What follows belongs to an exercise in optimizing a design on an open flow for small area, a short achievable clock period and few clock cycles; a production flow would make more cautious choices. The RTL was checked by simulation tests, not by an equivalence proof against the original design.

Design sha256_block, start of the top module:
module sha256_block (
    input  wire         clk,
    input  wire         rst_n,
    input  wire         in_valid,
    output wire         in_ready,
    input  wire         in_first,    
    input  wire [511:0] in_block,    
    output reg          out_valid,
    output wire [255:0] out_digest   
);
    localparam [31:0] IV_A = 32'h6a09e667, IV_B = 32'hbb67ae85,
                      IV_C = 32'h3c6ef372, IV_D = 32'ha54ff53a,
                      IV_E = 32'h510e527f, IV_F = 32'h9b05688c,
                      IV_G = 32'h1f83d9ab, IV_H = 32'h5be0cd19;
    localparam [31:0] K_0 = 32'h428a2f98;
    function [31:0] kconst;
        input [5:0] i;
        begin
            case (i)
                6'd0:  kconst = 32'h428a2f98; 6'd1:  kconst = 32'h71374491;
                6'd2:  kconst = 32'hb5c0fbcf; 6'd3:  kconst = 32'he9b5dba5;
                6'd4:  kconst = 32'h3956c25b; 6'd5:  kconst = 32'h59f111f1;
                6'd6:  kconst = 32'h923f82a4; 6'd7:  kconst = 32'hab1c5ed5;
                6'd8:  kconst = 32'hd807aa98; 6'd9:  kconst = 32'h12835b01;
                6'd10: kconst = 32'h243185be; 6'd11: kconst = 32'h550c7dc3;
                6'd12: kconst = 32'h72be5d74; 6'd13: kconst = 32'h80deb1fe;
                6'd14: kconst = 32'h9bdc06a7; 6'd15: kconst = 32'hc19bf174;
                6'd16: kconst = 32'he49b69c1; 6'd17: kconst = 32'hefbe4786;
                6'd18: kconst = 32'h0fc19dc6; 6'd19: kconst = 32'h240ca1cc;
  ...
Size: roughly 7700 cells after synthesis, roughly 1100 flip-flops, ~770 I/O pins.
==> flow/config.mk <==
export PLATFORM = sky130hd
export DESIGN_NAME = sha256_block
export DESIGN_NICKNAME = sha256_block
export VERILOG_FILES = /design/flow/design.v
export SDC_FILE = /design/flow/constraint.sdc
export NUM_CORES = 4
export LEC_CHECK = 0
export ABC_AREA = 1
export ABC_CLOCK_PERIOD_IN_PS = 3500
export CAP_MARGIN = 20
export CORE_MARGIN = 2
export CORE_UTILIZATION = 40
export CTS_CLUSTER_DIAMETER = 100
export CTS_CLUSTER_SIZE = 25
export PLACE_DENSITY = 0.6
export SLEW_MARGIN = 20
==> flow/constraint.sdc <==
create_clock -name core_clock -period 11.0 [get_ports {clk}]
set_input_delay 2.2000 -clock core_clock [delete_from_list [all_inputs] [get_ports {clk}]]
set_output_delay 2.2000 -clock core_clock [all_outputs]
set_load 0.01 [all_outputs]
standard.sh (not shown) runs the stock make flow with config.mk's settings and CLKGATE_MAP_FILE= SYNTH_SCRIPT=/design/flow/synth_recipe.tcl, a recipe that flattens the netlist after the stock synthesis.
==> flow/flow/run.sh <==
#!/bin/bash
# The standard layout (the standard.sh: standard synthesis, floorplan,
# placement, CTS, routing), with two changes to how it is made:
#  * the port buffers are sky130_fd_sc_hd__buf_1 rather than the default
#    clkdlybuf4s50_1 (every port still gets its own buffer);
#  * repair_timing aims for 7 ns of setup slack at the fixed 11 ns clock, so
#    the critical paths are sized for a shorter achieved period.
# make's full output goes to flow_make.log here; each ORFS step keeps its own
# log under orfs/logs/.
set -euo pipefail
bash standard.sh SETUP_SLACK_MARGIN=7 \
    "BUFFER_PORTS_ARGS=-buffer_cell sky130_fd_sc_hd__buf_1" finish > flow_make.log 2>&1
Testbench counts at the start, summed over its fixed seeds: cycles 208,016.
Next try:
CTS_CLUSTER_DIAMETER = default   (was 100)
CTS_CLUSTER_SIZE = default   (was 25)
Outcome: Register-to-register slack degrades by 0.06 ns. Routed wire length rises by 0.73%. Synthesized cell count stays the same. Die area does not change. Setup slack got worse by 0.061 ns. Global-route usage went up by 0.31 points. Cell count went up by about 1.2%.

Another version of the RTL of sha256_block (not shown whole).
Size: roughly 6900 cells after synthesis, roughly 1100 flip-flops, about 54000 sq um of cells after synthesis.
Settings: LEC_CHECK=0, ABC_AREA=1, ABC_CLOCK_PERIOD_IN_PS=3500, CAP_MARGIN=20, CORE_MARGIN=2, CORE_UTILIZATION=50, CTS_CLUSTER_DIAMETER=100, CTS_CLUSTER_SIZE=25, PLACE_DENSITY=0.65, SLEW_MARGIN=20; clock period 11.0 ns.
Scripts as last shown in full above: flow/flow/run.sh
Testbench counts at the start, summed over its fixed seeds: cycles 208,016.
Change:
- CORE_UTILIZATION: 50 -> 40
- PLACE_DENSITY: 0.65 -> 0.6
The changed run passed the timing, design-rule and antenna checks.
Die area came out higher by a quarter to a third.
Register-to-register slack gets better by 80 ps.
Synthesized area is unchanged.

Another version of the RTL of sha256_block (not shown whole).
For scale: ~7200 cells after synthesis, about 1100 flip-flops, ~770 I/O pins.
==> flow/config.mk <==
export PLATFORM = sky130hd
export DESIGN_NAME = sha256_block
export DESIGN_NICKNAME = sha256_block
export VERILOG_FILES = /design/flow/design.v
export SDC_FILE = /design/flow/constraint.sdc
export NUM_CORES = 4
export LEC_CHECK = 0
export ABC_AREA = 1
export ABC_CLOCK_PERIOD_IN_PS = 3500
export CAP_MARGIN = 20
export CORE_MARGIN = 2
export CORE_UTILIZATION = 50
export CTS_CLUSTER_DIAMETER = 100
export CTS_CLUSTER_SIZE = 25
export PLACE_DENSITY = 0.65
export SLEW_MARGIN = 20
==> flow/constraint.sdc <==
create_clock -name core_clock -period 11.0 [get_ports {clk}]
set_input_delay 2.2000 -clock core_clock [delete_from_list [all_inputs] [get_ports {clk}]]
set_output_delay 2.2000 -clock core_clock [all_outputs]
set_load 0.01 [all_outputs]
Scripts as last shown in full above: flow/flow/run.sh
The starting point passed the timing, design-rule and antenna checks.
Testbench counts at the start, summed over its fixed seeds: cycles 208,016.
Then changed:
Settings changed: CORE_UTILIZATION 50 to 40, PLACE_DENSITY 0.65 to 0.6.
Result: Die area climbs by 25%. Wire length climbs by 4.8%. Count of clock-buffer cells in the layout climbs by 2. Via count stays flat. Flip-flop and latch count does not change.

sha256_block, a different RTL version from the one above (not shown whole).
Size: ~7100 cells after synthesis, about 1100 flip-flops.
export LEC_CHECK = 0
export ABC_AREA = 1
export ABC_CLOCK_PERIOD_IN_PS = 3500
export CAP_MARGIN = 20
export CORE_MARGIN = 2
export CORE_UTILIZATION = 50
export CTS_CLUSTER_DIAMETER = 100
export CTS_CLUSTER_SIZE = 25
export PLACE_DENSITY = 0.65
export SLEW_MARGIN = 20
create_clock -name core_clock -period 11.0 [get_ports {clk}]
Scripts as last shown in full above: flow/flow/run.sh
Testbench counts at the start, summed over its fixed seeds: cycles 208,016.
Rerun with:
- CORE_UTILIZATION: 50 -> 40
- PLACE_DENSITY: 0.65 -> 0.6
Outcome:
- The changed run finished clean
- cell area went up by 0.59%
- count of clock-buffer cells in the layout went up by 4
- die area went up by 25%
- routed wire length went up by 0.75%

separate check: timing with driven ports:
The flow's constraints put no driver on any port. The routed layouts listed below were extracted and timed again, unchanged, in two steps. Step 1 (the two cells are an assumption about what drives the block):
set clk [get_ports {clk}]
set_driving_cell -lib_cell sky130_fd_sc_hd__clkbuf_16 $clk
set_driving_cell -lib_cell sky130_fd_sc_hd__buf_2 [delete_from_list [all_inputs] $clk]
Step 2, shift: input delay + t, output delay - t, t = (earliest + latest rising clock arrival at the registers) / 2. This alone moves slack from input paths to output paths. Three values: no drivers, after step 1, after step 2; two values: the first two.
run | shift t [ns] | setup slack, ns | worst setup path after step 2 | pins driven straight from the clock port
the first run of note 1 | 0.801 | 6.969 / 6.969 / 6.229 | input to register | 1
the second run of note 1 | 0.829 | 6.908 / 6.908 / 6.208 | input to register | 1
the first run of note 2 | 0.796 | 6.710 / 6.710 / 6.404 | input to register | 1
the second run of note 2 | 0.776 | 6.785 / 6.785 / 6.494 | input to register | 1
the first run of note 3 | 0.772 | 7.067 / 7.067 / 6.379 | input to register | 1
the second run of note 3 | 0.810 | 6.943 / 6.943 / 6.442 | input to register | 1
the first run of note 4 | 0.791 | 6.909 / 6.909 / 6.502 | input to register | 1
the second run of note 4 | 0.777 | 6.810 / 6.810 / 6.419 | input to register | 1
After both steps every run listed still meets setup and hold. For the first run of note 1, which loses most, drivers alone change the setup slack by 0.000 ns; drivers and shift together by -0.740 ns.
